This design comes from an exercise in tuning for small area and a short achievable clock period on the open sky130 flow, not from production work.
RTL that was checked went through simulation tests only; none was proved equivalent to the original.
Only the layout flow was run in runs 2 and 4; the RTL was not checked for function there.
Power figures rest on the tool's default switching activity, not on a simulated workload.

### flow/design.v
module pantry (
    input  wire        clk,
    input  wire        rst,
    input  wire        cmd_valid,
    input  wire [2:0]  cmd_op,
    input  wire [2:0]  cmd_queue,
    input  wire [31:0] cmd_data,
    output reg         resp_valid,
    output reg  [31:0] resp_data,
    output reg  [15:0] resp_payload,
    output wire [5:0]  pool_free,
    output wire        pool_exhausted,
    output wire [4:0]  reserve_total,
    output reg  [15:0] overrun_count,
    output reg  [15:0] reclaimed_count,
    output wire [7:0]  q_nonempty,
    output wire [7:0]  q_full
);
    localparam NQ = 8;
    localparam NC = 32;
    localparam OP_PUSH   = 3'd0;
    localparam OP_POP    = 3'd1;
    localparam OP_CFG    = 3'd2;
    localparam OP_STATUS = 3'd3;
    localparam OP_W1C    = 3'd4;
    localparam OP_QRESET = 3'd5;
    localparam OP_CCLEAR = 3'd6;
    localparam OP_GCLEAR = 3'd7;
    integer i;
    reg [31:0] cell_data [0:NC-1];    
    reg [2:0]  cell_q    [0:NC-1];
    reg [1:0]  cell_ep   [0:NC-1];
    reg [4:0]  cell_link [0:NC-1];
    reg [NC-1:0] used;
    reg [NC-1:0] is_head;
    reg [NC-1:0] is_tail;
    reg [5:0] level     [0:NQ-1];
    reg [1:0] epoch     [0:NQ-1];
    reg [5:0] depth_max [0:NQ-1];
    reg [3:0] reserve   [0:NQ-1];
    reg [5:0] high_mark [0:NQ-1];
    reg [5:0] low_mark  [0:NQ-1];
    reg [7:0] hi_count  [0:NQ-1];
    reg [7:0] lo_count  [0:NQ-1];
    reg [NQ-1:0] overrun, hi_crossed, lo_crossed, hi_armed, lo_armed;
    reg [NQ-1:0] ne_r;       
    reg [NQ-1:0] ge_d;       
    reg [NQ-1:0] ge_r;       
    reg [NQ-1:0] full_r;     
    reg [5:0] free_r;
    reg [6:0] s_r;     
    reg       fz_r;    
    reg [4:0] rt_r;    
    reg       sweep_active;
    reg [2:0] sweep_q;
    reg [4:0] sweep_idx;
    reg       pp_v;
    reg [4:0] pp_link;
    assign pool_free      = free_r;
    assign pool_exhausted = fz_r;
    assign reserve_total  = rt_r;
    assign q_nonempty     = ne_r;
    assign q_full         = full_r;
    reg [NC-1:0] alloc_oh;
    reg [4:0]    alloc_idx;
    reg          seen;
    always @(*) begin
        seen      = 1'b0;
        alloc_idx = 5'd0;
        for (i = 0; i < NC; i = i + 1) begin
            alloc_oh[i] = !used[i] && !seen;
            seen = seen || !used[i];
            if (alloc_oh[i]) alloc_idx = alloc_idx | i[4:0];
        end
    end
    wire sweep_free = sweep_active && used[sweep_idx]
                      && cell_q[sweep_idx] == sweep_q
                      && cell_ep[sweep_idx] != epoch[sweep_q];
    wire [NC-1:0] sweep_oh = sweep_free ? (32'd1 << sweep_idx) : 32'd0;
    wire [NC-1:0] fwd_oh   = pp_v ? (32'd1 << pp_link) : 32'd0;
    wire [NC-1:0] head_eff = is_head | fwd_oh;
    wire [2:0]    q  = cmd_queue;
    wire [NQ-1:0] qd = 8'd1 << q;
    wire is_push = cmd_valid && cmd_op == OP_PUSH;
    wire is_pop  = cmd_valid && cmd_op == OP_POP;
    wire is_cfg  = cmd_valid && cmd_op == OP_CFG;
    wire is_w1c  = cmd_valid && cmd_op == OP_W1C;
    wire is_qrst = cmd_valid && cmd_op == OP_QRESET;
    wire is_cclr = cmd_valid && cmd_op == OP_CCLEAR;
    wire is_gclr = cmd_valid && cmd_op == OP_GCLEAR;
    wire [5:0] lq   = level[q];
    wire [1:0] eq   = epoch[q];
    wire [5:0] dq   = depth_max[q];
    wire [3:0] rq   = reserve[q];
    wire [5:0] hq   = high_mark[q];
    wire [5:0] lwq  = low_mark[q];
    wire [7:0] hcq  = hi_count[q];
    wire [7:0] lcq  = lo_count[q];
    wire       ovq  = overrun[q];
    wire       hxq  = hi_crossed[q];
    wire       lxq  = lo_crossed[q];
    wire       haq  = hi_armed[q];
    wire       laq  = lo_armed[q];
    wire       neq  = ne_r[q];
    wire       gdq  = ge_d[q];
    wire       grq  = ge_r[q];
    wire       fuq  = full_r[q];
    wire push_ok  = is_push && !fuq;
    wire push_bad = is_push &&  fuq;
    wire pop_ok   = is_pop  &&  neq;
    wire qrst_ok  = is_qrst && (!sweep_active || sweep_q == q);
    reg [NC-1:0] cq_match;
    always @(*)
        for (i = 0; i < NC; i = i + 1)
            cq_match[i] = (cell_q[i] == q);
    wire [NC-1:0] sel = (is_pop ? head_eff : 32'd0) & cq_match;
    reg [36:0] rd;
    always @(*) begin
        rd = 37'd0;
        for (i = 0; i < NC; i = i + 1)
            rd = rd | (sel[i] ? {cell_link[i], cell_data[i]} : 37'd0);
    end
    wire [2:0]  fld   = cmd_data[18:16];
    wire [15:0] v     = cmd_data[15:0];
    wire        v_hi0 = (v[15:6] == 10'd0);
    wire [5:0]  rt_y  = {1'b0, rt_r} - {2'b00, rq} + {2'b00, v[3:0]};
    reg         cfg_ok;
    always @(*) begin
        case (fld)
            3'd0: cfg_ok = v_hi0 && v[5:0] != 6'd0 && v[5:0] <= 6'd32;
            3'd1: cfg_ok = (v[15:4] == 12'd0) && v[3:0] <= 4'd8 && !neq
                        && rt_y <= 6'd16;
            3'd2: cfg_ok = (v == 16'd0) || (v_hi0 && v[5:0] > lwq && v[5:0] <= dq);
            3'd3: cfg_ok = (v == 16'd0) || (v_hi0 && v[5:0] < hq);
            default: cfg_ok = 1'b0;
        endcase
    end
    wire cfg_wr = is_cfg && cfg_ok;
    wire wr_d = cfg_wr && fld == 3'd0;
    wire wr_r = cfg_wr && fld == 3'd1;
    wire wr_h = cfg_wr && fld == 3'd2;
    wire wr_l = cfg_wr && fld == 3'd3;
    wire [5:0] lq_inc = lq + 6'd1;
    wire [5:0] lq_dec = lq - 6'd1;
    wire [5:0] lq_n  = push_ok ? lq_inc : pop_ok ? lq_dec : qrst_ok ? 6'd0 : lq;
    wire [1:0] eq_n  = qrst_ok ? eq + 2'd1 : eq;
    wire [5:0] dq_n  = wr_d ? v[5:0] : dq;
    wire [3:0] rq_n  = wr_r ? v[3:0] : rq;
    wire [5:0] hq_n  = wr_h ? v[5:0] : hq;
    wire [5:0] lwq_n = wr_l ? v[5:0] : lwq;
    wire hi_cross = push_ok && hq != 6'd0 && haq && lq_inc == hq;
    wire lo_cross = pop_ok  && lwq != 6'd0 && laq && lq_dec == lwq;
    wire [7:0] hcq_n = is_cclr ? 8'd0 : (hi_cross && hcq != 8'hFF) ? hcq + 8'd1 : hcq;
    wire [7:0] lcq_n = is_cclr ? 8'd0 : (lo_cross && lcq != 8'hFF) ? lcq + 8'd1 : lcq;
    wire ovq_n = push_bad || (ovq && !(is_w1c && cmd_data[1]));
    wire hxq_n = hi_cross || (hxq && !(is_w1c && cmd_data[2]));
    wire lxq_n = lo_cross || (lxq && !(is_w1c && cmd_data[3]));
    wire haq_n = !hi_cross && (lq_n < hq_n || haq);
    wire laq_n = !lo_cross && (lq_n > lwq_n || laq);
    wire neq_n = (lq_n != 6'd0);
    wire gdq_n = (lq_n >= dq_n);
    wire grq_n = (lq_n >= {2'b00, rq_n});
    wire [5:0] free_n = free_r + {5'd0, sweep_free} + (pop_ok ? 6'd1 : 6'd0)
                        - (push_ok ? 6'd1 : 6'd0);
    wire [3:0] mn_lr  = (lq < {2'b00, rq}) ? lq[3:0] : rq;
    reg  [6:0] s_d;
    always @(*) begin
        if (push_ok)      s_d = {6'd0, grq};
        else if (pop_ok)  s_d = {7{lq > {2'b00, rq}}};
        else if (qrst_ok) s_d = {3'b000, mn_lr};
        else if (wr_r)    s_d = {3'b000, v[3:0]} - {3'b000, rq};
        else              s_d = 7'd0;
    end
    wire [6:0] s_n    = s_r - {6'd0, sweep_free} + s_d;
    wire       fz_n   = (free_n == 6'd0);
    wire       fleh_n = !s_n[6];
    always @(posedge clk) begin
        for (i = 0; i < NC; i = i + 1) begin
            if (alloc_oh[i]) begin
                cell_data[i] <= cmd_data;
                cell_q[i]    <= q;
                cell_ep[i]   <= eq;
            end
            if (is_tail[i])
                cell_link[i] <= alloc_idx;
        end
    end
    always @(posedge clk) begin
        if (push_ok)
            is_tail <= (is_tail & ~cq_match) | alloc_oh;
    end
    always @(posedge clk) begin
        if (rst) begin
            used    <= {NC{1'b0}};
            is_head <= {NC{1'b0}};
            pp_v    <= 1'b0;
        end else begin
            used <= (used & ~sel & ~sweep_oh) | (push_ok ? alloc_oh : 32'd0);
            if (qrst_ok)
                is_head <= head_eff & ~cq_match;
            else if (push_ok && !neq)
                is_head <= head_eff | alloc_oh;
            else
                is_head <= head_eff & ~sel;
            pp_v <= pop_ok && lq != 6'd1;
        end
        pp_link <= rd[36:32];
    end
    wire [NQ-1:0] q_we = rst ? {NQ{1'b1}} : qd;
    always @(posedge clk) begin
        for (i = 0; i < NQ; i = i + 1) begin
            if (q_we[i]) begin
                level[i]      <= rst ? 6'd0  : lq_n;
                epoch[i]      <= rst ? 2'd0  : eq_n;
                depth_max[i]  <= rst ? 6'd16 : dq_n;
                reserve[i]    <= rst ? 4'd0  : rq_n;
                high_mark[i]  <= rst ? 6'd0  : hq_n;
                low_mark[i]   <= rst ? 6'd0  : lwq_n;
                hi_count[i]   <= rst ? 8'd0  : hcq_n;
                lo_count[i]   <= rst ? 8'd0  : lcq_n;
                overrun[i]    <= !rst && ovq_n;
                hi_crossed[i] <= !rst && hxq_n;
                lo_crossed[i] <= !rst && lxq_n;
                hi_armed[i]   <=  rst || haq_n;
                lo_armed[i]   <= !rst && laq_n;
                ne_r[i]       <= !rst && neq_n;
                ge_d[i]       <= !rst && gdq_n;
                ge_r[i]       <=  rst || grq_n;
            end
        end
    end
    always @(posedge clk) begin
        for (i = 0; i < NQ; i = i + 1)
            full_r[i] <= !rst && ((qd[i] ? gdq_n : ge_d[i]) || fz_n
                                  || ((qd[i] ? grq_n : ge_r[i]) && fleh_n));
    end
    always @(posedge clk) begin
        if (rst) begin
            free_r <= 6'd32;
            s_r    <= 7'h60;     
            fz_r   <= 1'b0;
            rt_r   <= 5'd0;
        end else begin
            free_r <= free_n;
            s_r    <= s_n;
            fz_r   <= fz_n;
            if (wr_r) rt_r <= rt_y[4:0];
        end
    end
    always @(posedge clk) begin
        if (rst) begin
            sweep_active    <= 1'b0;
            sweep_q         <= 3'd0;
            sweep_idx       <= 5'd0;
            overrun_count   <= 16'd0;
            reclaimed_count <= 16'd0;
        end else begin
            if (qrst_ok) begin
                sweep_active <= 1'b1;
                sweep_q      <= q;
                sweep_idx    <= 5'd0;
            end else if (sweep_active) begin
                sweep_idx <= sweep_idx + 5'd1;
                if (sweep_idx == NC - 1)
                    sweep_active <= 1'b0;
            end
            if (is_gclr) begin
                overrun_count   <= 16'd0;
                reclaimed_count <= 16'd0;
            end else begin
                if (push_bad && overrun_count != 16'hFFFF)
                    overrun_count <= overrun_count + 16'd1;
                if (sweep_free && reclaimed_count != 16'hFFFF)
                    reclaimed_count <= reclaimed_count + 16'd1;
            end
        end
    end
    always @(posedge clk) begin
        if (rst) begin
            resp_valid   <= 1'b0;
            resp_data    <= 32'd0;
            resp_payload <= 16'd0;
        end else begin
            resp_valid   <= cmd_valid;
            resp_data    <= 32'd0;
            resp_payload <= 16'd0;
            if (cmd_valid) begin
                case (cmd_op)
                    OP_PUSH:   resp_data <= {31'd0, push_ok};
                    OP_POP: begin
                        resp_data    <= {13'd0, pop_ok && lq == 6'd1, 1'b0, pop_ok,
                                         rd[31:16]};
                        resp_payload <= rd[15:0];
                    end
                    OP_CFG:    resp_data <= {31'd0, cfg_ok};
                    OP_STATUS: begin
                        resp_data <= {12'd0, sweep_active && sweep_q == q,
                                      lxq, hxq, ovq, fuq, 9'd0, lq};
                        resp_payload <= {hcq, lcq};
                    end
                    OP_QRESET: resp_data <= {31'd0, qrst_ok};
                    default:   resp_data <= {31'd0, 1'b1};
                endcase
            end
        end
    end
endmodule
### flow/run.sh
#!/bin/bash
# synth_recipe.tcl (not shown) runs the flow's synth.tcl, then flattens the netlist and writes it again
# the make line also repeats each setting of config.mk as NAME=value (left out here)
make -C /OpenROAD-flow-scripts/flow DESIGN_CONFIG=/design/flow/config.mk WORK_HOME=/design/flow/orfs CLKGATE_MAP_FILE= SYNTH_SCRIPT=/design/flow/synth_recipe.tcl finish
### flow/config.mk
export PLATFORM = sky130hd
export DESIGN_NAME = pantry
export DESIGN_NICKNAME = pantry
export VERILOG_FILES = /design/flow/design.v
export SDC_FILE = /design/flow/constraint.sdc
export NUM_CORES = 4
export LEC_CHECK = 0
export CAP_MARGIN = 20
export CORE_MARGIN = 2
export CORE_UTILIZATION = 40
export PLACE_DENSITY = 0.6
export SLEW_MARGIN = 20
### flow/constraint.sdc
create_clock -name core_clock -period 30.0 [get_ports {clk}]
set_input_delay 6.0000 -clock core_clock [delete_from_list [all_inputs] [get_ports {clk}]]
set_output_delay 6.0000 -clock core_clock [all_outputs]
set_load 0.01 [all_outputs]
==> notes.md, run 1 <==
Run status
The run finished with no timing, DRC or antenna violations.

Logic synthesis
By count the netlist is led by edfxtp_1 (1808), a22oi_1 (242), nor2_1 (241). Yosys printed 13 warnings. The share of synthesized area in the top cell type comes to 0.678.

In this run, distinct cell masters in the synthesized netlist total 110. Sorting the synthesized cells by area gives the leading types as edfxtp_1 (68%), dfxtp_1 (4.4%), a22o_1 (2.6%), a22oi_1 (2.3%), a221oi_1 (2.2%). edfxtp_1 is the most common cell in the netlist. The largest area contributor in the synthesized netlist is edfxtp_1. The prevailing post-synth register cell is edfxtp_1. Of all flip-flops after synthesis, the portion carrying an async set or reset was 0. Synthesis handed over a netlist of slightly above 5000 instances. The average cell area after synthesis is 15.4 um2. The synthesized netlist occupies a cell area of about 80000 um2.

The count of flip-flops with a built-in enable after synthesis is 1808. The number of register bits inferred by synthesis is 1983. Of the synthesized area, sequential elements account for 0.722.

Cells and area
The final net count is 5540. The end-of-flow core utilization is 0.461. The area added between synthesis and finish is 14.7%. The fraction of layout cells with a size suffix above 1 is 0.133. The filler cells instantiated in the layout total 17100.

CTS
The clock latency on the worst-skew pair is about 0.87 ns. The number of sinks handled by clock tree synthesis is 1983. The post-CTS setup buffer count is 0. Buffers inserted to repair hold after CTS numbered 0. The post-cts resize count is 0. The H-tree was split into 4 levels. TritonCTS built the clock tree. The largest buffer count on any clock path is 3. The clock root buffer is clkbuf_16. The post-CTS clock slew at the launch and capture registers of the worst setup and hold paths is around 0.06 ns. Buffers inserted during clock tree synthesis total approximately 200.

Worst setup path
The critical path's slowest cell is a311oi_2. STA puts the critical path data arrival time at 14.85 ns. Of all nets on the critical path, the largest fanout is just over 40. The number of cell instances on the worst register-to-register path is 24.

The worst setup path is of the primary input to flip-flop kind. The startpoint type of the worst setup path is a primary input. The worst setup path is captured at a flip-flop. The total buffers and inverters traversed by the critical path is 5. The critical path's largest stage delay is 0.80 ns. The terminus of the critical flop-to-flop path is full_r[2]$_DFF_P_. The reg-to-reg critical path startpoint is sweep_idx[0]$_SDFFE_PP0P_.

Setup slack on the worst reg-to-reg path comes out at 21.72 ns. The required time of the critical path is 30.70 ns. The critical path's most frequent cell is ha_1. Broken down by cell family, the worst path's largest delay share belongs to compound AO/OA/AOI/OAI gates.

Route
The detailed-route wire length per cell is between 30 and 40 um. The number of detailed-routing iterations run before antenna repair is 8. In the routed design, unresolved DRC markers number 0. The remaining antenna violation count after routing is 0.

The vias after detailed routing is 52300. The aggregate routed wire length is 278000 um. The detail-routed via count per cell is 6.35. The first routing iteration left 8305 violations.

GRT
The overflow left after global routing is 0. The number of global-route vias before repair is 49600. The largest net degree at the start of global routing is 82.

The first global-routing pass estimated slightly below 400000 um of wire. The initial antenna violation count is 17. The combined global-route utilization of all metal layers is 0.268.

Timing
The number of pins exceeding their max-slew limit in the final report is 0. The setup TNS is 0 ns. Setup repair after global routing left no endpoint under its margin. The top achievable clock speed is 0.0707 GHz. Clock skew on the completed layout was measured at just under 0.09 ns.

The actual transition at the worst max-transition pin is 1.22 ns. The number of endpoints with negative hold slack in the final report was 0. Of the available clock period, the critical path in the final layout requires 0.472.

The worst pin sits at a relative slew slack of 0.179. For the finished layout, the period the worst path requires is 14.15 ns. Setup violations remaining at the end of the flow were counted as 0.

Floorplan
The number of primary I/O pins is 150. The die covers 204000 um2. The initial utilization of the core area, before any placement, comes to 0.402. The horizontal die dimension is ~450 um. The core region is roughly 200000 um2. Row generation in the floorplan step produced 164 rows. The floorplan step set the die height to 451 um.

Min path
The number of cells traversed by the worst hold path is 2. The start point of the worst min-delay path is reclaimed_count[4]$_SDFFE_PP0P_. The path class of the tightest hold or removal check is flip-flop to flip-flop.

The sink of the worst hold path is reclaimed_count[4]$_SDFFE_PP0P_.

Power and ir drop
Of the total power, registers draw 0.512. The part of the total power dissipated in the clock network is 0.413. Summed over all cells, the static leakage comes to between 30 and 40 nW. The cell internal power dissipation is ~4.7 mW. The switching power of the nets is 1.43 mW.

Total power for the finished layout comes to between 6 and 7 mW. VDD sags by at most 60.8 uV. The combinational share of power is 0.075. In this run the power density over the cells is 66.9 nW/um2. Of the total power, the share spent switching nets is 0.233.

Place
The routability-driven placement congestion ratio is about 0.91. The HPWL after detailed placement is 156000 um. During placement, the flow inserted port buffers numbering 137.

Run
The max-cap check violation count is 0.
-- power by group through the flow --
| stage | clock [mW] | sequential, mW | combinational [mW] |
|---|---|---|---|
| after floorplan | 0 | 3.19 | 0.272 |
| final | 2.54 | 3.15 | 0.462 |
| after global placement | 0 | 3.20 | 0.448 |
| after CTS | 2.56 | 3.15 | 0.457 |
| after detailed placement | 0 | 3.20 | 0.454 |
| after global routing | 2.67 | 3.15 | 0.498 |
-- worst max path at each step --
stage	slack (ns)	from	cells past startpoint	to
global placement	15.16	cmd_queue[2]	31	full_r[2]$_DFF_P_
detailed placement	15.08	cmd_queue[2]	31	full_r[2]$_DFF_P_
floorplan	16.43	cmd_queue[1]	36	full_r[0]$_DFF_P_
finish	15.85	cmd_queue[2]	31	full_r[2]$_DFF_P_
CTS	15.92	cmd_queue[2]	31	full_r[2]$_DFF_P_
global route	15.34	cmd_queue[2]	31	full_r[2]$_DFF_P_
-- logic make-up (layout without fill, tap and decap cells) --
kind of cell	count (synthesis)	count (layout)	share of synthesized area
AO/OA/AOI/OAI	1255	1255	0.120
XOR/XNOR	151	151	0.0166
adder cells (fa/ha/maj)	92	92	0.0151
buffers and inverters	438	819	0.0244
flip-flops	1983	1983	0.722
multiplexers	175	175	0.0300
other	1	18	0.0000469
AND/OR/NAND/NOR	1090	1090	0.0712
-- cell type report --
class	instances	area [um2]	share of cell area
Clock buffer	255	5360	0.0583
Antenna cell	6	15.0	0.000164
Tap cell	2656	3320	0.0362
Inverter	122	458	0.00499
Clock inverter	120	1290	0.0140
Sequential cell	1983	57800	0.629
Timing Repair Buffer	322	2780	0.0302
Multi-Input combinational cell	2775	20800	0.227
-- state kept, by name, summed over array words and instances, names as in the netlist, 16 cells and up --
| name | flops |
|---|---|
| cell_data | 1024 |
| cell_ep | 64 |
| cell_link | 160 |
| cell_q | 96 |
| depth_max | 48 |
| epoch | 16 |
| hi_count | 64 |
| high_mark | 48 |
| is_head | 32 |
| is_tail | 32 |
| level | 48 |
| lo_count | 64 |
| low_mark | 48 |
| overrun_count | 16 |
| reclaimed_count | 16 |
| reserve | 32 |
| resp_data | 20 |
| resp_payload | 16 |
| used | 32 |
-- worst min-delay path, cell delays in order, from the launching register on --
cell and delay (ns):
dfxtp_1 0.33, nand2_1 0.06, mux2i_1 0.06
-- layout by cell type, fill, tap and decap left out, types with 98 or more instances in the layout --
| cell type | synthesis | final |
|---|---|---|
| inv_1 | 120 | 114 |
| o21ai_0 | 98 | 98 |
| buf_4 | 28 | 181 |
| nor2_1 | 241 | 232 |
| dfxtp_1 | 175 | 173 |
| edfxtp_1 | 1808 | 1808 |
| a22oi_1 | 242 | 242 |
| nand2_1 | 167 | 166 |
| nand3_1 | 176 | 176 |
| clkbuf_16 | 0 | 204 |
| a22o_1 | 238 | 238 |
| a21oi_1 | 139 | 138 |
| a221oi_1 | 201 | 201 |
| xnor2_1 | 123 | 123 |
| clkdlybuf4s50_1 | 0 | 128 |
-- stage by stage --
stage	std cells	hold slack [ns]	setup WS (ns)	instance area, um2
finish	8239	0.498	15.85	91800
global placement	7855	0.466	15.16	85100
CTS	8232	0.503	15.92	91800
detailed placement	7857	0.493	15.08	85100
global route	8237	0.523	15.34	91800
floorplan	5196	0.459	16.43	80100
-- routing by layer --
| layer | vias to the layer above | track usage | share of wire |
|---|---|---|---|
| met5 | - | 0 | 0.000097 |
| li1 | 21300 | - | - |
| met4 | 4 | 0.105 | 0.043 |
| met3 | 637 | 0.0562 | 0.12 |
| met2 | 3636 | 0.421 | 0.46 |
| met1 | 26700 | 0.365 | 0.38 |
==> run 2, diff against run 1 <==
--- a/flow/design.v
+++ b/flow/design.v
@@ -50,3 +50,4 @@
     reg [5:0] free_r;
-    reg [6:0] s_r;     
+    reg [6:0] s_base;  
+    reg [4:0] s_add;
     reg       fz_r;    
@@ -90,2 +91,62 @@
     wire is_gclr = cmd_valid && cmd_op == OP_GCLEAR;
+    function [5:0] inc6(input [5:0] a);
+        integer k;
+        begin
+            for (k = 0; k < 6; k = k + 1)
+                inc6[k] = a[k] ^ (k == 0 ? 1'b1 : &(a | ~((6'd1 << k) - 6'd1)));
+        end
+    endfunction
+    function [5:0] dec6(input [5:0] a);
+        integer k;
+        begin
+            for (k = 0; k < 6; k = k + 1)
+                dec6[k] = a[k] ^ (k == 0 ? 1'b1 : ~|(a & ((6'd1 << k) - 6'd1)));
+        end
+    endfunction
+    function [7:0] inc8(input [7:0] a);
+        integer k;
+        begin
+            for (k = 0; k < 8; k = k + 1)
+                inc8[k] = a[k] ^ (k == 0 ? 1'b1 : &(a | ~((8'd1 << k) - 8'd1)));
+        end
+    endfunction
+    function [15:0] inc16(input [15:0] a);
+        integer k;
+        begin
+            for (k = 0; k < 16; k = k + 1)
+                inc16[k] = a[k] ^ (k == 0 ? 1'b1 : &(a | ~((16'd1 << k) - 16'd1)));
+        end
+    endfunction
+    function lt6(input [5:0] a, input [5:0] b);
+        integer k;
+        reg r;
+        begin
+            r = 1'b0;
+            for (k = 0; k < 6; k = k + 1)
+                r = (~a[k] & b[k]) | (~(a[k] ^ b[k]) & r);
+            lt6 = r;
+        end
+    endfunction
+    function [6:0] add7(input [6:0] a, input [6:0] b, input cin);
+        integer k, j, m;
+        reg [6:0] g, p, c;
+        reg t;
+        begin
+            g = a & b;
+            p = a ^ b;
+            for (k = 0; k < 7; k = k + 1) begin
+                t = cin;
+                for (m = 0; m < k; m = m + 1)
+                    t = t & p[m];
+                c[k] = t;
+                for (j = 0; j < k; j = j + 1) begin
+                    t = g[j];
+                    for (m = j + 1; m < k; m = m + 1)
+                        t = t & p[m];
+                    c[k] = c[k] | t;
+                end
+            end
+            add7 = p ^ c;
+        end
+    endfunction
     wire [5:0] lq   = level[q];
@@ -122,2 +183,7 @@
     end
+    reg [4:0] rlim [0:NQ-1];
+    always @(*)
+        for (i = 0; i < NQ; i = i + 1)
+            rlim[i] = 5'd16 - rt_r + {1'b0, reserve[i]};
+    wire [4:0] rlim_q = rlim[q];
     wire [2:0]  fld   = cmd_data[18:16];
@@ -125,3 +191,3 @@
     wire        v_hi0 = (v[15:6] == 10'd0);
-    wire [5:0]  rt_y  = {1'b0, rt_r} - {2'b00, rq} + {2'b00, v[3:0]};
+    wire [6:0]  rt_y  = add7({3'b001, v[3:0]}, ~{2'b00, rlim_q}, 1'b1);
     reg         cfg_ok;
@@ -129,7 +195,7 @@
         case (fld)
-            3'd0: cfg_ok = v_hi0 && v[5:0] != 6'd0 && v[5:0] <= 6'd32;
-            3'd1: cfg_ok = (v[15:4] == 12'd0) && v[3:0] <= 4'd8 && !neq
-                        && rt_y <= 6'd16;
-            3'd2: cfg_ok = (v == 16'd0) || (v_hi0 && v[5:0] > lwq && v[5:0] <= dq);
-            3'd3: cfg_ok = (v == 16'd0) || (v_hi0 && v[5:0] < hq);
+            3'd0: cfg_ok = v_hi0 && v[5:0] != 6'd0 && (!v[5] || v[4:0] == 5'd0);
+            3'd1: cfg_ok = (v[15:4] == 12'd0) && (!v[3] || v[2:0] == 3'd0) && !neq
+                        && !lt6({1'b0, rlim_q}, {2'b00, v[3:0]});
+            3'd2: cfg_ok = (v == 16'd0) || (v_hi0 && lt6(lwq, v[5:0]) && !lt6(dq, v[5:0]));
+            3'd3: cfg_ok = (v == 16'd0) || (v_hi0 && lt6(v[5:0], hq));
             default: cfg_ok = 1'b0;
@@ -142,6 +208,6 @@
     wire wr_l = cfg_wr && fld == 3'd3;
-    wire [5:0] lq_inc = lq + 6'd1;
-    wire [5:0] lq_dec = lq - 6'd1;
+    wire [5:0] lq_inc = inc6(lq);
+    wire [5:0] lq_dec = dec6(lq);
     wire [5:0] lq_n  = push_ok ? lq_inc : pop_ok ? lq_dec : qrst_ok ? 6'd0 : lq;
-    wire [1:0] eq_n  = qrst_ok ? eq + 2'd1 : eq;
+    wire [1:0] eq_n  = qrst_ok ? {eq[1] ^ eq[0], ~eq[0]} : eq;
     wire [5:0] dq_n  = wr_d ? v[5:0] : dq;
@@ -152,4 +218,4 @@
     wire lo_cross = pop_ok  && lwq != 6'd0 && laq && lq_dec == lwq;
-    wire [7:0] hcq_n = is_cclr ? 8'd0 : (hi_cross && hcq != 8'hFF) ? hcq + 8'd1 : hcq;
-    wire [7:0] lcq_n = is_cclr ? 8'd0 : (lo_cross && lcq != 8'hFF) ? lcq + 8'd1 : lcq;
+    wire [7:0] hcq_n = is_cclr ? 8'd0 : (hi_cross && hcq != 8'hFF) ? inc8(hcq) : hcq;
+    wire [7:0] lcq_n = is_cclr ? 8'd0 : (lo_cross && lcq != 8'hFF) ? inc8(lcq) : lcq;
     wire ovq_n = push_bad || (ovq && !(is_w1c && cmd_data[1]));
@@ -157,21 +223,68 @@
     wire lxq_n = lo_cross || (lxq && !(is_w1c && cmd_data[3]));
-    wire haq_n = !hi_cross && (lq_n < hq_n || haq);
-    wire laq_n = !lo_cross && (lq_n > lwq_n || laq);
-    wire neq_n = (lq_n != 6'd0);
-    wire gdq_n = (lq_n >= dq_n);
-    wire grq_n = (lq_n >= {2'b00, rq_n});
-    wire [5:0] free_n = free_r + {5'd0, sweep_free} + (pop_ok ? 6'd1 : 6'd0)
-                        - (push_ok ? 6'd1 : 6'd0);
-    wire [3:0] mn_lr  = (lq < {2'b00, rq}) ? lq[3:0] : rq;
-    reg  [6:0] s_d;
+    reg haq_n, laq_n, neq_n, gdq_n, grq_n;
+    always @(*) begin
+        haq_n = haq;
+        laq_n = laq;
+        neq_n = neq;
+        gdq_n = gdq;
+        grq_n = grq;
+        if (push_ok) begin
+            haq_n = !hi_cross && (lt6(lq_inc, hq) || haq);
+            laq_n = lt6(lwq, lq_inc) || laq;
+            neq_n = 1'b1;
+            gdq_n = gdq || lq_inc == dq;
+            grq_n = grq || lq_inc == {2'b00, rq};
+        end else if (pop_ok) begin
+            haq_n = lt6(lq_dec, hq) || haq;
+            laq_n = !lo_cross && (lt6(lwq, lq_dec) || laq);
+            neq_n = lq != 6'd1;
+            gdq_n = gdq && lq != dq;
+            grq_n = grq && lq != {2'b00, rq};
+        end else if (qrst_ok) begin
+            haq_n = hq != 6'd0 || haq;
+            neq_n = 1'b0;
+            gdq_n = 1'b0;
+            grq_n = rq == 4'd0;
+        end else if (wr_d) begin
+            gdq_n = !lt6(lq, v[5:0]);
+        end else if (wr_r) begin
+            grq_n = v[3:0] == 4'd0;
+        end else if (wr_h) begin
+            haq_n = lt6(lq, v[5:0]) || haq;
+        end else if (wr_l) begin
+            laq_n = lt6(v[5:0], lq) || laq;
+        end
+    end
+    wire [5:0] fb   = sweep_free ? inc6(free_r) : free_r;
+    wire [5:0] fb_p = inc6(fb);
+    wire [5:0] fb_m = dec6(fb);
+    wire [5:0] free_n = push_ok ? fb_m : pop_ok ? fb_p : fb;
+    wire       fz_n   = push_ok ? (fb == 6'd1) : pop_ok ? 1'b0 : (fb == 6'd0);
+    wire [6:0] s_cur = add7(s_base, {{2{s_add[4]}}, s_add}, 1'b0);
+    wire [6:0] sb    = sweep_free ? add7(s_cur, 7'h7F, 1'b0) : s_cur;
+    wire [5:0] nsb   = ~sb[5:0];      
+    wire [4:0] mn_lr = lt6(lq, {2'b00, rq}) ? lq[4:0] : {1'b0, rq};
+    wire [6:0] w_cfg = add7(sb, {3'b000, v[3:0]}, 1'b0);    
+    wire [6:0] s_cfg = add7({3'b000, v[3:0]}, ~{3'b000, rq}, 1'b1);    
+    reg  [4:0] s_d;
+    reg        s_neg;    
     always @(*) begin
-        if (push_ok)      s_d = {6'd0, grq};
-        else if (pop_ok)  s_d = {7{lq > {2'b00, rq}}};
-        else if (qrst_ok) s_d = {3'b000, mn_lr};
-        else if (wr_r)    s_d = {3'b000, v[3:0]} - {3'b000, rq};
-        else              s_d = 7'd0;
-    end
-    wire [6:0] s_n    = s_r - {6'd0, sweep_free} + s_d;
-    wire       fz_n   = (free_n == 6'd0);
-    wire       fleh_n = !s_n[6];
+        if (push_ok) begin
+            s_d   = {4'd0, grq};
+            s_neg = grq ? (sb[6] && sb[5:0] != 6'h3F) : sb[6];
+        end else if (pop_ok) begin
+            s_d   = (grq && lq != {2'b00, rq}) ? 5'h1F : 5'd0;
+            s_neg = (grq && lq != {2'b00, rq}) ? (sb[6] || sb == 7'd0) : sb[6];
+        end else if (qrst_ok) begin
+            s_d   = mn_lr;
+            s_neg = sb[6] && (!lt6(nsb, lq) || !lt6(nsb, {2'b00, rq}));
+        end else if (wr_r) begin
+            s_d   = s_cfg[4:0];
+            s_neg = w_cfg[6] || (w_cfg[5:4] == 2'b00 && lt6({2'b00, w_cfg[3:0]}, {2'b00, rq}));
+        end else begin
+            s_d   = 5'd0;
+            s_neg = sb[6];
+        end
+    end
+    wire fleh_n = !s_neg;
     always @(posedge clk) begin
@@ -239,3 +352,4 @@
             free_r <= 6'd32;
-            s_r    <= 7'h60;     
+            s_base <= 7'h60;     
+            s_add  <= 5'd0;
             fz_r   <= 1'b0;
@@ -244,3 +358,4 @@
             free_r <= free_n;
-            s_r    <= s_n;
+            s_base <= sb;
+            s_add  <= s_d;
             fz_r   <= fz_n;
@@ -271,5 +386,5 @@
                 if (push_bad && overrun_count != 16'hFFFF)
-                    overrun_count <= overrun_count + 16'd1;
+                    overrun_count <= inc16(overrun_count);
                 if (sweep_free && reclaimed_count != 16'hFFFF)
-                    reclaimed_count <= reclaimed_count + 16'd1;
+                    reclaimed_count <= inc16(reclaimed_count);
             end
==> flow/flow/run.sh (new file) <==
#!/bin/bash
bash standard.sh SETUP_SLACK_MARGIN=21 TNS_END_PERCENT=100 finish > standard.log 2>&1
==> flow/standard.sh (new file) <==
#!/bin/bash
# synth_recipe.tcl (not shown) runs the flow's synth.tcl, then flattens the netlist and writes it again
# the make line also repeats each setting of config.mk as NAME=value (left out here)
make -C /OpenROAD-flow-scripts/flow DESIGN_CONFIG=/design/flow/config.mk WORK_HOME=/design/flow/orfs CLKGATE_MAP_FILE= SYNTH_SCRIPT=/design/flow/synth_recipe.tcl "${@:-finish}"
removed: flow/run.sh
==> run 2 against run 1 <==
Against the previous run: worst setup slack improved by 4.4 ns; global-route usage rose by 0.94 points; clock power barely moved; highest routed layer unchanged.
==> notes.md, run 2 <==
Cells and area
The largest registers in the layout are cell_data x1024, cell_link x160, cell_q x96. The fraction of layout cells with a size suffix above 1 is 0.166. The top cell types in the final layout, fill and taps aside, are edfxtp_1 (1808), a22oi_1 (307), nor2_1 (257).

At the end of the flow, the number of nets in the layout was 5871. The register with the highest flop count is cell_data. The final instance area is 95200 um2. Leaving out fill and tap cells, the most frequent cell in the layout is edfxtp_1. The register with the most flip-flops in the layout has 1024 of them. The area added between synthesis and finish is 18.4%.

Route
In this run, the number of DRC markers left after iteration 0 of detailed routing was 8482. The first detailed-routing pass ran for 6 iterations. The detail-routed via count per cell is 6.29. The remaining antenna violation count after routing is 0. For this block, the routed nets add up to 289000 um of wire. The detailed-route wire length per cell is 33.9 um. The post-route DRC violation count is 0. The vias after detailed routing is 53600.

Timing
The clock period minus worst slack is 9.72 ns. The number of pins exceeding their max-slew limit in the final report is 0. Setup repair after global routing could not meet its margin everywhere. The top achievable clock speed is 0.103 GHz. The setup TNS is 0 ns. The worst-case clock skew is approximately 0.09 ns.

The number of endpoints with negative hold slack in the final report is 0. The post-layout worst setup margin is 20.28 ns. The headroom to the max-slew limit is 0.160.

The number of setup violations in the final report is 0. The actual transition at the worst max-transition pin is 1.26 ns. The final clock period utilization by the worst path is 0.324.

Place
The port buffer count is approximately 140. In this run the cell area measured after placement is 85800 um2. The detailed placer's ending HPWL is 158000 um.

Prior to clock tree synthesis, the placed netlist has a worst setup slack of 17.32 ns. The routability-driven placement congestion ratio is 0.913.

GRT
The overflow left after global routing is 0. The number of global-route vias before repair is 51200. The initial antenna violation count is 15. The first global-routing pass estimated around 400000 um of wire. Entering global routing, the biggest net connects 64 pins. In the global route stage, overall resource usage came out at 0.278.

Worst setup path
The worst setup path is launched from a primary input. At the worst endpoint, the required time is 30.54 ns. Along the worst path, the maximum fanout reaches 8. The worst register-to-register path begins at sweep_idx[0]$_SDFFE_PP0P_. Data arrives at the worst endpoint at ~10 ns. The critical path class is primary input to flip-flop. The register-to-register path setup slack is 21.97 ns. The nature of the critical path endpoint is a flip-flop. The terminus of the critical flop-to-flop path is full_r[1]$_DFF_P_.

Measured in cells, the most critical reg-to-reg path has a length of 28.

Power and ir drop
VDD sags by at most 65.4 uV. Power spread over the standard cell area amounts to 63.8 nW/um2. For this design the static power due to leakage is roughly 32 nW.

Logic synthesis
In the post-synthesis netlist, the biggest area contributors are edfxtp_1 (68%), dfxtp_1 (4.5%), a22oi_1 (2.9%), a221oi_1 (2.3%), a22o_1 (2.1%). After synthesis the netlist holds a flip-flop and latch count of 1988. The sequential element share of the synthesized area is 0.720.

The cell count after synthesis came out at 5341. By count the netlist is led by edfxtp_1 (1808), nor2_1 (320), a22oi_1 (308). The prevailing post-synth register cell is edfxtp_1. The number of different library cells used by synthesis comes to 99.

The most common cell in the netlist is edfxtp_1. After synthesis, the share of flip-flops with an asynchronous set or reset is 0. The synthesized design spends more area on one cell type than any other, namely edfxtp_1.

The count of synthesis-stage warnings from yosys is 14. The count of flip-flops with a built-in enable after synthesis is around 1800. Averaged over all synthesized cells, the footprint is 15.1 um2. In this run the cell area of the synthesized design comes to 80400 um2. Of the post-synthesis cell area, the dominant cell type holds 0.675.

Min path
The start point of the worst min-delay path is overrun_count[15]$_SDFFE_PP0P_. The tightest min-delay check is of the flip-flop to flip-flop type. The sink of the worst hold path is overrun_count[14]$_SDFFE_PP0P_. The worst hold path was traced through 2 stages.

CTS
After clock tree synthesis, the clock-pin slew on the worst setup and hold paths is 0.06 ns. TritonCTS built the clock tree. Counting along the longest clock path gives a buffer depth of 3.

Counting the buffers created by CTS gives ~200. The number of sinks handled by clock tree synthesis is 1988. The number of H-tree levels is 4. The clock reaches the later pin of the worst-skew pair after 0.89 ns. The clock root buffer is clkbuf_16.

Floorplan
The number of primary I/O pins is 150. The total area inside the core boundary comes to 200000 um2. The horizontal die dimension is 452 um.

The floorplan die area is 205000 um2. Row generation in the floorplan step produced between 150 and 200 rows. The y dimension of the die is 452 um. The initial utilization of the core area, before any placement, comes to 0.402.

Run status
The flow ran to the end and the layout has no timing, DRC or antenna violations.

Run
The max-cap check violation count is 0.
[run 2: cell count changes after synthesis, sizes merged, moves of 21 or more]
| cell | change |
|---|---|
| nand2 | +52 |
| nor2 | +79 |
| a21oi | +38 |
| a22oi | +66 |
| a22o | -48 |
| mux2i | +21 |
| buf | -48 |
| nand4 | -28 |
| ha | +46 |
| o21ai | +46 |
| clkbuf | +40 |
[run 2: cell type report]
type	count	area, um2
diodes	8	20.0
repair buffers	449	4570
clock inverters	130	1360
clock buffers	242	5280
flip-flops and latches	1988	57900
inverters	125	502
multi-input cells	2931	22300
well taps	2656	3320
fillers	17000	105000
[run 2: metal layers]
metal / global-route usage / up-vias / routed length (um)
met5: 0 / - / 76
met4: 0.126 / 10 / 14500
met3: 0.0612 / 721 / 31300
met2: 0.437 / 3431 / 134000
met1: 0.368 / 27500 / 109000
li1: - / 22000 / -
[run 2: cells by family (layout without fill, tap and decap cells)]
| kind of cell | after synthesis | after routing | share of synthesized area |
|---|---|---|---|
| flip-flops | 1988 | 1988 | 0.720 |
| AO/OA/AOI/OAI | 1320 | 1320 | 0.121 |
| AND/OR/NAND/NOR | 1117 | 1117 | 0.0681 |
| buffers and inverters | 433 | 946 | 0.0228 |
| XOR/XNOR | 183 | 183 | 0.0199 |
| multiplexers | 166 | 166 | 0.0266 |
| adder cells (fa/ha/maj) | 133 | 133 | 0.0210 |
| other | 1 | 20 | 0.0000466 |
[run 2: worst max-delay path: stages]
cell and delay [ns]:
buf_16 0.11, buf_16 0.14, buf_4 0.12, buf_12 0.09, buf_16 0.13, buf_8 0.12, nor2_4 0.03, buf_6 0.14
buf_4 0.15, a21oi_1 0.12, o22ai_1 0.10, o22ai_1 0.54, ha_1 0.37, and4_1 0.20, o21ai_0 0.08, a21boi_0 0.11
o21a_1 0.21, o31ai_1 0.28, a21o_1 0.21, a21boi_4 0.08, nor4bb_4 0.32, buf_6 0.23, mux2i_1 0.24, nor2_2 0.10
[run 2: metrics by stage]
step	hold WS, ns	std cells	util	power, mW
final	0.522	8529	0.476	6.07
after global routing	0.556	8525	0.476	6.23
after CTS	0.530	8503	0.473	6.07
after detailed placement	0.495	8020	0.429	3.55
after global placement	0.480	8020	0.429	3.54
after floorplan	0.459	5352	-	3.39
[run 2: worst max-delay path by stage]
stage	startpoint	endpoint	depth (start not counted)
6_report	cmd_queue[2]	high_mark[1][3]$_DFFE_PP_	24
5_1_grt	cmd_queue[2]	full_r[4]$_DFF_P_	23
4_1_cts	cmd_queue[2]	ge_r[2]$_DFFE_PP_	21
3_5_place_dp	cmd_queue[1]	ge_r[6]$_DFFE_PP_	21
3_3_place_gp	cmd_queue[1]	ge_r[2]$_DFFE_PP_	21
2_1_floorplan	cmd_queue[2]	ge_r[0]$_DFFE_PP_	21
[run 2: where the power goes]
group | switching [mW] | internal (mW) | leakage (nW)
Combinational | 0.276 | 0.149 | 10.6
Clock | 1.12 | 1.40 | 3.21
Sequential | 0.0259 | 3.11 | 18.5
Total | 1.42 | 4.65 | 32.3
[run 2: timing repair]
action / in CTS / in global routing
hold buffers: 0 / 0
gates resized for setup: 231 / 79
setup buffers: 96 / 17
cloned: 15 / 1
pin swaps: 40 / 30
endpoints found under the setup margin: 502 / 397
==> run 3, diff against run 2 <==
--- a/flow/design.v
+++ b/flow/design.v
@@ -183,7 +183,7 @@
     end
-    reg [4:0] rlim [0:NQ-1];
+    reg [4:0] rt_oth [0:NQ-1];
     always @(*)
         for (i = 0; i < NQ; i = i + 1)
-            rlim[i] = 5'd16 - rt_r + {1'b0, reserve[i]};
-    wire [4:0] rlim_q = rlim[q];
+            rt_oth[i] = rt_r - {1'b0, reserve[i]};
+    wire [4:0] rt_xq = rt_oth[q];
     wire [2:0]  fld   = cmd_data[18:16];
@@ -191,3 +191,3 @@
     wire        v_hi0 = (v[15:6] == 10'd0);
-    wire [6:0]  rt_y  = add7({3'b001, v[3:0]}, ~{2'b00, rlim_q}, 1'b1);
+    wire [6:0]  rt_y  = add7({2'b00, rt_xq}, {3'b000, v[3:0]}, 1'b0);
     reg         cfg_ok;
@@ -197,3 +197,3 @@
             3'd1: cfg_ok = (v[15:4] == 12'd0) && (!v[3] || v[2:0] == 3'd0) && !neq
-                        && !lt6({1'b0, rlim_q}, {2'b00, v[3:0]});
+                        && (!rt_y[5] && (!rt_y[4] || rt_y[3:0] == 4'd0));
             3'd2: cfg_ok = (v == 16'd0) || (v_hi0 && lt6(lwq, v[5:0]) && !lt6(dq, v[5:0]));
==> run 3 against run 2 <==
Against the previous run: still clean; hold slack worse by 0.042 ns; final cell count shrank 1.6%; register-to-register slack gained 0.33 ns; combinational power is 5.2% lower; clock power down 3%; flip-flop and latch count unchanged; via count down 1.7%; synthesized area is 0.26% higher; critical path depth is 3 lower; utilization fell by 0.71 points; first-iteration DRC count down 14%; critical path type unchanged.
==> notes.md, run 3 <==
Run status
The run finished with no timing, DRC or antenna violations.

Floorplan
150 I/O pins were placed. The core region is ~200000 um2. The floorplan die area is 205000 um2. The number of placement rows is around 160. Measured along the x axis, the die boundary spans 453 um. The y dimension of the die is 453 um. For this configuration, the core starts out at a cell density of 0.403.

Power and ir drop
The internal power of the cells totals 4.60 mW. The switching fraction of total power is 0.230. The power per cell area is about 64 nW/um2. In this run the power spent charging and discharging nets is 1.37 mW. The total design power is about 6.0 mW.

The part of the total power dissipated in the clock network is 0.408. The largest voltage drop on the vdd net is a little under 70 uV. Summed over all cells, the static leakage comes to 31.8 nW. The combinational share of power is 0.067. The share of total power dissipated in sequential elements is 0.524.

Logic synthesis
Sorting the synthesized cells by how often they occur yields edfxtp_1 (1808), nor2_1 (293), a22oi_1 (286). The async set-reset flop share out of synthesis is 0. The synthesized design spends more area on one cell type than any other, namely edfxtp_1. In this run, synthesis produced a sequential element count of 1988. Synthesis instantiated about 100 different standard cells from the library. For this run, the register share of the synthesized area comes to 0.718.

After synthesis, the mean cell area works out to 15.3 um2. The prevailing post-synth register cell is edfxtp_1. The most common cell in the netlist is edfxtp_1. The count of synthesis-stage warnings from yosys is 14.

The mapped netlist covers roughly 81000 um2. Sorting the synthesized cells by area gives the leading types as edfxtp_1 (67%), dfxtp_1 (4.5%), a22oi_1 (2.7%), a22o_1 (2.0%), ha_1 (2.0%). Synthesis produced a netlist whose cell count is 5281.

The area share of the leading cell type in the synthesized netlist is 0.673. The synthesized design contains 1808 enable-type register cells.

Worst setup path
The startpoint type of the worst setup path is a primary input. The worst setup path is of the primary input to flip-flop kind. The slowest stage of the critical path is the fa_2 cell. The critical path goes through clkbuf_16, buf_16, buf_16, mux4_2, nand2_2, a21oi_4, ha_4, fa_2, inv_2, fa_2, nor3_4, nor2b_4, maj3_2, a22o_4, nand3_4, nand2_1, o211ai_1, a32o_2, a31oi_4, buf_12, o32ai_4. The critical path's largest stage delay is 0.56 ns. STA classifies the critical path endpoint as a flip-flop. The worst register-to-register path has a setup slack of roughly 22 ns. Among cell families on the critical path, the largest total delay comes from adder cells.

Data on the critical path is required at its endpoint by 30.77 ns. The total buffers and inverters traversed by the critical path is 5. The largest driver fanout on the critical path is 8. The arrival time at the worst endpoint is 10.22 ns.

Place
At the end of routability-driven placement, the weighted congestion stood at 0.909. The port buffer count is 137. The detailed placer's ending HPWL is approximately 160000 um. Prior to clock tree synthesis, the placed netlist has a worst setup slack of 17.76 ns.

Run
The max-cap check violation count is 0.

Timing
The worst path meets setup with roughly 21 ns of slack. The number of endpoints with negative hold slack in the final report came to 0. The final clock period utilization by the worst path is 0.315.

The number of pins exceeding their max-slew limit in the final report came to 0. The setup TNS is 0 ns. The routed design could run at a clock period as short as 9.46 ns. The worst-case clock skew is 0.0737 ns. Hold is met by 0.480 ns. The headroom to the max-slew limit is 0.152. The number of setup violations in the final report is 0. Setup repair after global routing could not meet its margin everywhere. The top achievable clock speed is 0.106 GHz. For the pin with the worst max-slew slack, the measured transition is 1.27 ns.

CTS
The number of sinks handled by clock tree synthesis is 1988. For the worst-skew pair, the clock arrives at the later sink with an insertion delay of 0.87 ns. The number of buffers inserted during clock tree synthesis is 200. TritonCTS built the clock tree. The clock root buffer is clkbuf_16.

The post-CTS clock slew at the launch and capture registers of the worst setup and hold paths is 0.06 ns. The H-tree was split into 4 levels. The largest buffer count on any clock path is 3.

GRT
The met2 usage in global routing is 0.432. The fraction of met3 tracks used by global routing is 0.0582. The combined global-route utilization of all metal layers is 0.270. The overflow left after global routing is 0. Entering global routing, the biggest net connects between 70 and 80 pins. The first global-routing pass estimated around 390000 um of wire.

The met1 demand-to-capacity share in global routing is 0.357. The global-route layer with the greatest usage is met2. The initial antenna violation count was 9. The number of global-route vias before repair came to a little over 50000.

Cells and area
The area added between synthesis and finish is 16.5%. The largest registers in the layout are cell_data x1024, cell_link x160, cell_q x96. In the final layout, the share of cells above drive strength 1 is 0.154. The net count of the finished layout is 5738. The register with the highest flop count is cell_data.

The layout filler cell count is 17100. The register with the most flip-flops in the layout has around 1000 of them. The top cell types in the final layout, fill and taps aside, are edfxtp_1 (1808), a22oi_1 (286), nor2_1 (243). Leaving out fill and tap cells, the most frequent cell in the layout is edfxtp_1.

Route
The first-iteration detailed-routing DRC count is 7261. After detailed routing, the total wire length is between 200000 and 300000 um. The post-route DRC violation count is 0. The detailed-route wire length per cell is roughly 34 um. Across all layers, the routed design uses approximately 53000 vias. Once detail routing completed, the nets flagged for antenna violations numbered 0. For this run, the detailed router's first-pass iteration total came to 6.

Using the TritonRoute via totals, the vias-per-cell ratio works out to roughly 6.3.

Min path
The type of the tightest min-delay check is flip-flop to flip-flop.
[run 3: cell types whose count changed after synthesis, sizes merged, moves of 20 or more]
cell / before / now
a221oi: 212 / 184
a22oi: 308 / 286
nor2: 321 / 294
mux4: 35 / 56
nand3b: 13 / 33
o21ai: 150 / 96
[run 3: path summary, 6_finish.rpt]
check,startpoint,to,cells after the start
hold reg to reg,overrun_count[1]$_SDFFE_PP0P_,overrun_count[1]$_SDFFE_PP0P_,2
setup / recovery,cmd_queue[0],full_r[2]$_DFF_P_,21
setup reg to reg,sweep_idx[4]$_SDFFE_PP0P_,full_r[4]$_DFF_P_,26
hold / removal,overrun_count[1]$_SDFFE_PP0P_,overrun_count[1]$_SDFFE_PP0P_,2
[run 3: power groups by stage]
stage	sequential, mW	combinational (mW)	clock, mW
after floorplan	3.18	0.221	0
after global routing	3.14	0.430	2.57
final	3.13	0.403	2.44
after detailed placement	3.19	0.361	0
after global placement	3.19	0.355	0
after CTS	3.13	0.390	2.46
[run 3: kinds of logic after synthesis]
group,Yosys count,synth area share
other,1,0.0000465
buffers and inverters,420,0.0224
AO/OA/AOI/OAI,1216,0.113
adder cells (fa/ha/maj),134,0.0211
multiplexers,187,0.0325
flip-flops,1988,0.718
AND/OR/NAND/NOR,1153,0.0725
XOR/XNOR,182,0.0200
[run 3: layer usage]
layer	vias to the layer above	wire length, um
met3	655	30900
li1	21600	-
met2	3317	132000
met5	-	22
met1	27200	107000
met4	4	12700
[run 3: repair_timing]
action / 4_1_cts / 5_1_grt
buffers inserted: 53 / 11
pin swaps: 23 / 9
setup endpoints to repair: 604 / 368
cloned: 13 / 1
gates resized for setup: 121 / 37
hold buffers: 0 / 0
[run 3: through the flow]
stage	std cells	utilization	cell area [um2]
after detailed placement	7939	0.430	86000
after global routing	8393	0.469	93900
after floorplan	5292	-	81200
after global placement	7938	0.430	86000
final	8396	0.469	93900
after CTS	8379	0.468	93600
[run 3: worst reg2reg max path: stages, from the launching register on]
cell and delay (ns):
dfxtp_2 0.73, buf_4 0.61, inv_1 0.36, ha_1 0.38, a22o_1 0.24, a41o_1 0.20, nor4_1 0.38, nand4_1 0.25
nor3_1 0.21, and4bb_4 0.29, and4bb_1 0.45, buf_4 0.48, nor2_1 0.11, a21oi_1 0.34, inv_1 0.19, ha_1 0.32
ha_1 0.19, o21a_1 0.18, o21ai_0 0.19, nand2b_1 0.12, nand2_1 0.13, or3b_2 0.45, mux2i_1 0.15, o22ai_1 0.15
a31oi_4 0.22, buf_12 0.17, o32ai_2 0.10
[run 3: layout make-up]
type | instances | area (um2) | area share
well taps | 2656 | 3320 | 0.0354
inverters | 104 | 407 | 0.00433
clock inverters | 106 | 920 | 0.00979
flip-flops and latches | 1988 | 57900 | 0.617
multi-input cells | 2886 | 22200 | 0.236
diodes | 4 | 10.0 | 0.000107
repair buffers | 384 | 3710 | 0.0395
clock buffers | 268 | 5450 | 0.0581
==> run 4, diff against run 3 <==
--- a/flow/design.v
+++ b/flow/design.v
@@ -51,3 +51,3 @@
     reg [6:0] s_base;  
-    reg [4:0] s_add;
+    reg [3:0] s_pa, s_pb;
     reg       fz_r;    
@@ -120,8 +120,12 @@
     function lt6(input [5:0] a, input [5:0] b);
-        integer k;
-        reg r;
+        integer k, j;
+        reg r, t;
         begin
             r = 1'b0;
-            for (k = 0; k < 6; k = k + 1)
-                r = (~a[k] & b[k]) | (~(a[k] ^ b[k]) & r);
+            for (k = 0; k < 6; k = k + 1) begin
+                t = ~a[k] & b[k];
+                for (j = k + 1; j < 6; j = j + 1)
+                    t = t & ~(a[j] ^ b[j]);
+                r = r | t;
+            end
             lt6 = r;
@@ -129,2 +133,15 @@
     endfunction
+    function eqinc6(input [5:0] a, input [5:0] b);
+        integer k;
+        reg r, c;
+        begin
+            r = 1'b1;
+            c = 1'b1;
+            for (k = 0; k < 6; k = k + 1) begin
+                r = r & ((a[k] ^ b[k]) == c);
+                c = c & a[k];
+            end
+            eqinc6 = r;
+        end
+    endfunction
     function [6:0] add7(input [6:0] a, input [6:0] b, input cin);
@@ -183,7 +200,7 @@
     end
-    reg [4:0] rt_oth [0:NQ-1];
+    reg [4:0] rlim [0:NQ-1];
     always @(*)
         for (i = 0; i < NQ; i = i + 1)
-            rt_oth[i] = rt_r - {1'b0, reserve[i]};
-    wire [4:0] rt_xq = rt_oth[q];
+            rlim[i] = 5'd16 - rt_r + {1'b0, reserve[i]};
+    wire [4:0] rlim_q = rlim[q];
     wire [2:0]  fld   = cmd_data[18:16];
@@ -191,3 +208,3 @@
     wire        v_hi0 = (v[15:6] == 10'd0);
-    wire [6:0]  rt_y  = add7({2'b00, rt_xq}, {3'b000, v[3:0]}, 1'b0);
+    wire [6:0]  rt_y  = add7({3'b001, v[3:0]}, ~{2'b00, rlim_q}, 1'b1);
     reg         cfg_ok;
@@ -197,3 +214,3 @@
             3'd1: cfg_ok = (v[15:4] == 12'd0) && (!v[3] || v[2:0] == 3'd0) && !neq
-                        && (!rt_y[5] && (!rt_y[4] || rt_y[3:0] == 4'd0));
+                        && !lt6({1'b0, rlim_q}, {2'b00, v[3:0]});
             3'd2: cfg_ok = (v == 16'd0) || (v_hi0 && lt6(lwq, v[5:0]) && !lt6(dq, v[5:0]));
@@ -216,4 +233,4 @@
     wire [5:0] lwq_n = wr_l ? v[5:0] : lwq;
-    wire hi_cross = push_ok && hq != 6'd0 && haq && lq_inc == hq;
-    wire lo_cross = pop_ok  && lwq != 6'd0 && laq && lq_dec == lwq;
+    wire hi_cross = push_ok && hq != 6'd0 && haq && eqinc6(lq, hq);
+    wire lo_cross = pop_ok  && lwq != 6'd0 && laq && eqinc6(lwq, lq);
     wire [7:0] hcq_n = is_cclr ? 8'd0 : (hi_cross && hcq != 8'hFF) ? inc8(hcq) : hcq;
@@ -231,10 +248,10 @@
         if (push_ok) begin
-            haq_n = !hi_cross && (lt6(lq_inc, hq) || haq);
-            laq_n = lt6(lwq, lq_inc) || laq;
+            haq_n = !hi_cross && ((lt6(lq, hq) && !eqinc6(lq, hq)) || haq);
+            laq_n = !lt6(lq, lwq) || laq;
             neq_n = 1'b1;
-            gdq_n = gdq || lq_inc == dq;
-            grq_n = grq || lq_inc == {2'b00, rq};
+            gdq_n = gdq || eqinc6(lq, dq);
+            grq_n = grq || eqinc6(lq, {2'b00, rq});
         end else if (pop_ok) begin
-            haq_n = lt6(lq_dec, hq) || haq;
-            laq_n = !lo_cross && (lt6(lwq, lq_dec) || laq);
+            haq_n = lt6(lq, hq) || lq == hq || haq;
+            laq_n = !lo_cross && ((lt6(lwq, lq) && !eqinc6(lwq, lq)) || laq);
             neq_n = lq != 6'd1;
@@ -262,26 +279,27 @@
     wire       fz_n   = push_ok ? (fb == 6'd1) : pop_ok ? 1'b0 : (fb == 6'd0);
-    wire [6:0] s_cur = add7(s_base, {{2{s_add[4]}}, s_add}, 1'b0);
+    wire [6:0] s_cur = add7(add7(s_base, {3'b000, s_pa}, 1'b0), ~{3'b000, s_pb}, 1'b1);
     wire [6:0] sb    = sweep_free ? add7(s_cur, 7'h7F, 1'b0) : s_cur;
     wire [5:0] nsb   = ~sb[5:0];      
-    wire [4:0] mn_lr = lt6(lq, {2'b00, rq}) ? lq[4:0] : {1'b0, rq};
     wire [6:0] w_cfg = add7(sb, {3'b000, v[3:0]}, 1'b0);    
-    wire [6:0] s_cfg = add7({3'b000, v[3:0]}, ~{3'b000, rq}, 1'b1);    
-    reg  [4:0] s_d;
+    wire       mn_l  = lt6(lq, {2'b00, rq});
+    reg  [3:0] s_pa_n, s_pb_n;
     reg        s_neg;    
     always @(*) begin
+        s_pa_n = 4'd0;
+        s_pb_n = 4'd0;
         if (push_ok) begin
-            s_d   = {4'd0, grq};
-            s_neg = grq ? (sb[6] && sb[5:0] != 6'h3F) : sb[6];
+            s_pa_n = {3'd0, grq};
+            s_neg  = grq ? (sb[6] && sb[5:0] != 6'h3F) : sb[6];
         end else if (pop_ok) begin
-            s_d   = (grq && lq != {2'b00, rq}) ? 5'h1F : 5'd0;
-            s_neg = (grq && lq != {2'b00, rq}) ? (sb[6] || sb == 7'd0) : sb[6];
+            s_pb_n = {3'd0, grq && lq != {2'b00, rq}};
+            s_neg  = (grq && lq != {2'b00, rq}) ? (sb[6] || sb == 7'd0) : sb[6];
         end else if (qrst_ok) begin
-            s_d   = mn_lr;
-            s_neg = sb[6] && (!lt6(nsb, lq) || !lt6(nsb, {2'b00, rq}));
+            s_pa_n = mn_l ? lq[3:0] : rq;
+            s_neg  = sb[6] && (!lt6(nsb, lq) || !lt6(nsb, {2'b00, rq}));
         end else if (wr_r) begin
-            s_d   = s_cfg[4:0];
-            s_neg = w_cfg[6] || (w_cfg[5:4] == 2'b00 && lt6({2'b00, w_cfg[3:0]}, {2'b00, rq}));
+            s_pa_n = v[3:0];
+            s_pb_n = rq;
+            s_neg  = w_cfg[6] || (w_cfg[5:4] == 2'b00 && lt6({2'b00, w_cfg[3:0]}, {2'b00, rq}));
         end else begin
-            s_d   = 5'd0;
-            s_neg = sb[6];
+            s_neg  = sb[6];
         end
@@ -353,3 +371,4 @@
             s_base <= 7'h60;     
-            s_add  <= 5'd0;
+            s_pa   <= 4'd0;
+            s_pb   <= 4'd0;
             fz_r   <= 1'b0;
@@ -359,3 +378,4 @@
             s_base <= sb;
-            s_add  <= s_d;
+            s_pa   <= s_pa_n;
+            s_pb   <= s_pb_n;
             fz_r   <= fz_n;
==> run 4 against run 3 <==
Against the previous run: still clean on timing, DRC and antenna; critical path depth down 1; global-route usage up 0.71 points; wire length up 3.5%; final cell count up 1.8%; total power up 4.9%; worst setup slack worse by 0.27 ns; clock skew about the same; combinational power up about 30%; hold slack better by 0.025 ns; first-iteration DRC count up 17%; utilization up 0.99 points; fmax down 2.8%.
==> notes.md, run 4 <==
Power and ir drop
The switching power of the nets is 1.49 mW. The worst-case IR drop observed on VDD is 57.7 uV. The cell internal power dissipation is 4.78 mW.

The part of the total power dissipated in the clock network is 0.414. The share of total power dissipated in combinational logic is 0.083. The switching fraction of total power is 0.237. Of the total power, registers draw 0.503. Summed over all cells, the static leakage comes to roughly 33 nW. Dividing total power by cell area gives a power density of 65.5 nW/um2.

GRT
The global routing stage identified its most utilized layer as met2. The largest net degree at the start of global routing is 55. The met1 demand-to-capacity share in global routing is 0.370.

The number of global-route vias before repair is 50800. After global routing the overflow that remains totals 0. The initial antenna violation count was 14. The first global-routing pass estimated 401000 um of wire. Across every metal layer, demand over resource in global routing totals 0.277. The met2 usage in global routing is 0.430. The fraction of met3 tracks used by global routing is 0.0645.

Floorplan
The number of placement rows is 164. The y dimension of the die is around 450 um. From left edge to right edge, the die measures 453 um.

The number of primary I/O pins is 150. The floorplan core area is roughly 200000 um2. The die covers 205000 um2. The effective utilization at floorplan is 0.403.

Worst setup path
The terminus of the critical flop-to-flop path is full_r[5]$_DFF_P_. Setup slack on the worst reg-to-reg path comes out at 21.42 ns. The reg-to-reg critical path startpoint is sweep_idx[4]$_SDFFE_PP0P_.

The most critical setup path has its endpoint at full_r[7]$_DFF_P_. The worst setup path is launched from a primary input. The required time of the critical path is 30.72 ns. At the worst endpoint, the arrival time is 10.44 ns.

The nature of the critical path endpoint is a flip-flop. The critical path class is primary input to flip-flop. Of all nets on the critical path, the largest fanout is 23. The number of cell instances on the worst register-to-register path is 27. The critical path starts at cmd_queue[1].

Timing
Setup repair after global routing could not meet its margin everywhere. In the final timing run, aggregate negative setup slack is 0 ns. The headroom to the max-slew limit is 0.0576. The clock period minus worst slack is 9.73 ns. For the pin with the worst max-slew slack, the measured transition is 1.41 ns. The number of pins exceeding their max-slew limit in the final report is 0. The number of endpoints with negative hold slack in the final report is 0. The top achievable clock speed is 0.103 GHz. Between clock sinks in the finished design, the worst skew comes to 0.0738 ns. Dividing the final minimum period by the clock period gives 0.324. The number of setup violations in the final report is 0.

Logic synthesis
The cell count after synthesis is about 5300. Averaged over all synthesized cells, the footprint is ~15 um2. The largest area contributor in the synthesized netlist is edfxtp_1. The synthesized design contains around 1800 enable-type register cells. The area share of the leading cell type in the synthesized netlist is 0.674. The commonest cells after synthesis are edfxtp_1 (1808), nor2_1 (317), a22oi_1 (291). For this run, the number of Yosys warnings is 14. The post-synthesis instance area is between 80000 and 90000 um2.

Among all flip-flop cells after synthesis, the most frequent one is edfxtp_1. By area the synthesized netlist is led by edfxtp_1 (67%), dfxtp_1 (4.6%), a22oi_1 (2.7%), a221oi_1 (2.1%), a22o_1 (2.1%). In this run, synthesis produced a sequential element count of 1991. The share of the Yosys chip area taken by registers is 0.720. The distinct cell type count after synthesis is 92.

The async set-reset flop share out of synthesis is 0. The most common cell in the netlist is edfxtp_1.

Cells and area
The flip-flop count of the largest register after layout is 1024. The area growth from synthesis to layout is 19.0%. Of the cells placed in the final design, the portion with a size suffix greater than 1 is 0.166. The largest registers in the layout are cell_data x1024, cell_link x160, cell_q x96.

Leaving out fill and tap cells, the most frequent cells in the layout are edfxtp_1 (1808), a22oi_1 (291), nor2_1 (252). The register with the highest flop count is cell_data. The multi-input combinational cell area is 22500 um2.

The final net count is 5882. The library cell used most frequently in the layout, excluding fill and tap cells, is edfxtp_1. In the final layout, flip-flops and latches occupy 58000 um2. After the flow finishes, the layout carries non-filler instances totaling 8545. The layout filler cell count is 17000.

CTS
For the worst-skew pair, the clock arrives at the later sink with an insertion delay of 0.90 ns. No sink is reached through more buffers than the 3 on the longest clock path. The clock net in this run drives a total of 1991 sinks. TritonCTS built the clock tree. The tree is rooted in a clkbuf_16. In this run, post-CTS hold repair placed 0 buffers.

The number of buffers inserted during clock tree synthesis is roughly 200. After clock tree synthesis, the clock-pin slew on the worst setup and hold paths is 0.06 ns. The number of H-tree levels is 4.

Route
The first-iteration detailed-routing DRC count is around 8500. The number of detailed-routing iterations run before antenna repair is 8. The post-route DRC violation count is 0. After detailed routing, the average wire length per cell comes to 34.2 um.

The vias after detailed routing is 54300. After detailed routing, the number of vias per cell comes to 6.35. The remaining antenna violation count after routing is 0.

For this block, the routed nets add up to slightly below 300000 um of wire.

Place
The routability-driven placement congestion ratio is about 0.9. The detailed placer's ending HPWL is 160000 um. The port buffer count is 137. Counting tap cells, the placed design contains a total of 8011 instances.

Run status
The run finished with no timing, DRC or antenna violations.

Min path
The type of the tightest min-delay check is flip-flop to flip-flop.

Run
Across the run, the number of max-cap violations was 0.
[run 4: how the worst min path moves through the flow]
| stage | cells past startpoint | startpoint | slack (ns) | endpoint |
|---|---|---|---|---|
| final | 2 | is_head[14]$_SDFF_PP0_ | 0.50 | is_head[14]$_SDFF_PP0_ |
| after global routing | 2 | is_head[14]$_SDFF_PP0_ | 0.53 | is_head[14]$_SDFF_PP0_ |
| after global placement | 2 | is_head[14]$_SDFF_PP0_ | 0.48 | is_head[14]$_SDFF_PP0_ |
| after CTS | 2 | is_head[14]$_SDFF_PP0_ | 0.51 | is_head[14]$_SDFF_PP0_ |
| after floorplan | 2 | is_head[14]$_SDFF_PP0_ | 0.46 | is_head[14]$_SDFF_PP0_ |
| after detailed placement | 2 | is_head[14]$_SDFF_PP0_ | 0.49 | is_head[14]$_SDFF_PP0_ |
[run 4: kinds of logic (layout without fill, tap and decap cells)]
| group | after synthesis | after routing | share of synthesized area |
|---|---|---|---|
| fa+ha+maj | 129 | 129 | 0.0203 |
| compound gates | 1267 | 1270 | 0.117 |
| buf+inv | 427 | 954 | 0.0217 |
| flops | 1991 | 1991 | 0.720 |
| simple gates | 1161 | 1161 | 0.0701 |
| other cells | 1 | 19 | 0.0000466 |
| mux | 182 | 182 | 0.0308 |
| xor+xnor | 183 | 183 | 0.0200 |
[run 4: power groups by stage]
stage          clock (mW)  combinational [mW]  sequential [mW]
2_1_floorplan           0               0.271             3.19
3_3_place_gp            0               0.437             3.21
3_5_place_dp            0               0.442             3.21
4_1_cts              2.61               0.478             3.15
5_1_grt              2.72               0.555             3.16
6_report             2.60               0.523             3.15
[run 4: metal layers]
metal  vias to the layer above  share of wire
met3                       712           0.12
met1                     27900           0.38
li1                      22000              -
met5                         -        0.00027
met4                        10          0.052
met2                      3732           0.45
[run 4: layout make-up]
type	instances	share of cell area
clock inverters	109	0.0150
multi-input cells	2937	0.235
inverters	118	0.00508
well taps	2656	0.0347
diodes	7	0.000183
repair buffers	462	0.0487
clock buffers	265	0.0564
flip-flops and latches	1991	0.605
[run 4: critical path: stages]
cell	delay [ns]
clkbuf_16	0.20
buf_16	0.23
mux4_2	0.54
nand2_2	0.10
a21oi_4	0.07
fa_1	0.51
inv_2	0.05
ha_4	0.21
a21o_1	0.15
a21o_1	0.18
a21oi_2	0.18
o2111ai_4	0.20
buf_4	0.22
buf_6	0.11
buf_6	0.11
a211oi_4	0.27
nor4_2	0.12
o311a_2	0.43
a221oi_1	0.37
o31ai_2	0.12
[run 4: per-stage QoR]
stage                util  hold WS, ns  total power [mW]  setup WS, ns  instance area [um2]
floorplan               -        0.459              3.46         19.72                81000
global placement    0.430        0.480              3.64         17.48                85900
detailed placement  0.430        0.491              3.65         17.47                85900
CTS                 0.472        0.505              6.23         20.46                94300
global route        0.479        0.531              6.43         20.23                95800
finish              0.479        0.505              6.27         20.27                95800
[run 4: repair_timing]
action | 4_1_cts | 5_1_grt
setup endpoints to repair | 657 | 405
pin swaps | 31 | 37
gates cloned | 17 | 8
buffers inserted | 50 | 75
resized for setup | 157 | 151

## port drivers added, routing unchanged
No port has a modelled driver above. Below, the same layouts with a new extraction and two added sets of constraints.
Step 1: set_driving_cell puts a clkbuf_16 on clk and a buf_2 on each other input, an assumption about the parent block.
Step 2 also shifts input and output timing later by t, the mid clock arrival at the registers, as if the neighbouring blocks saw the same clock.
Three values: no drivers, after step 1, after step 2; two values: the first two.
| run | shift t [ns] | slack for setup (ns) | clock arrival spread, ns | pins driven straight from the clock port |
|---|---|---|---|---|
| run 1 | 0.915 | 15.852 / 15.896 / 14.981 | 0.087 / 0.088 | 1 |
| run 2 | 0.940 | 20.277 / 20.134 / 19.194 | 0.109 / 0.109 | 1 |
| run 3 | 0.920 | 20.544 / 20.364 / 19.444 | 0.078 / 0.077 | 1 |
| run 4 | 0.948 | 20.274 / 19.935 / 18.987 | 0.085 / 0.086 | 1 |
After both steps setup and hold are still met in every run listed. The setup slack of run 4, which loses most, moves by -0.339 ns with the drivers and by -1.287 ns with both steps.
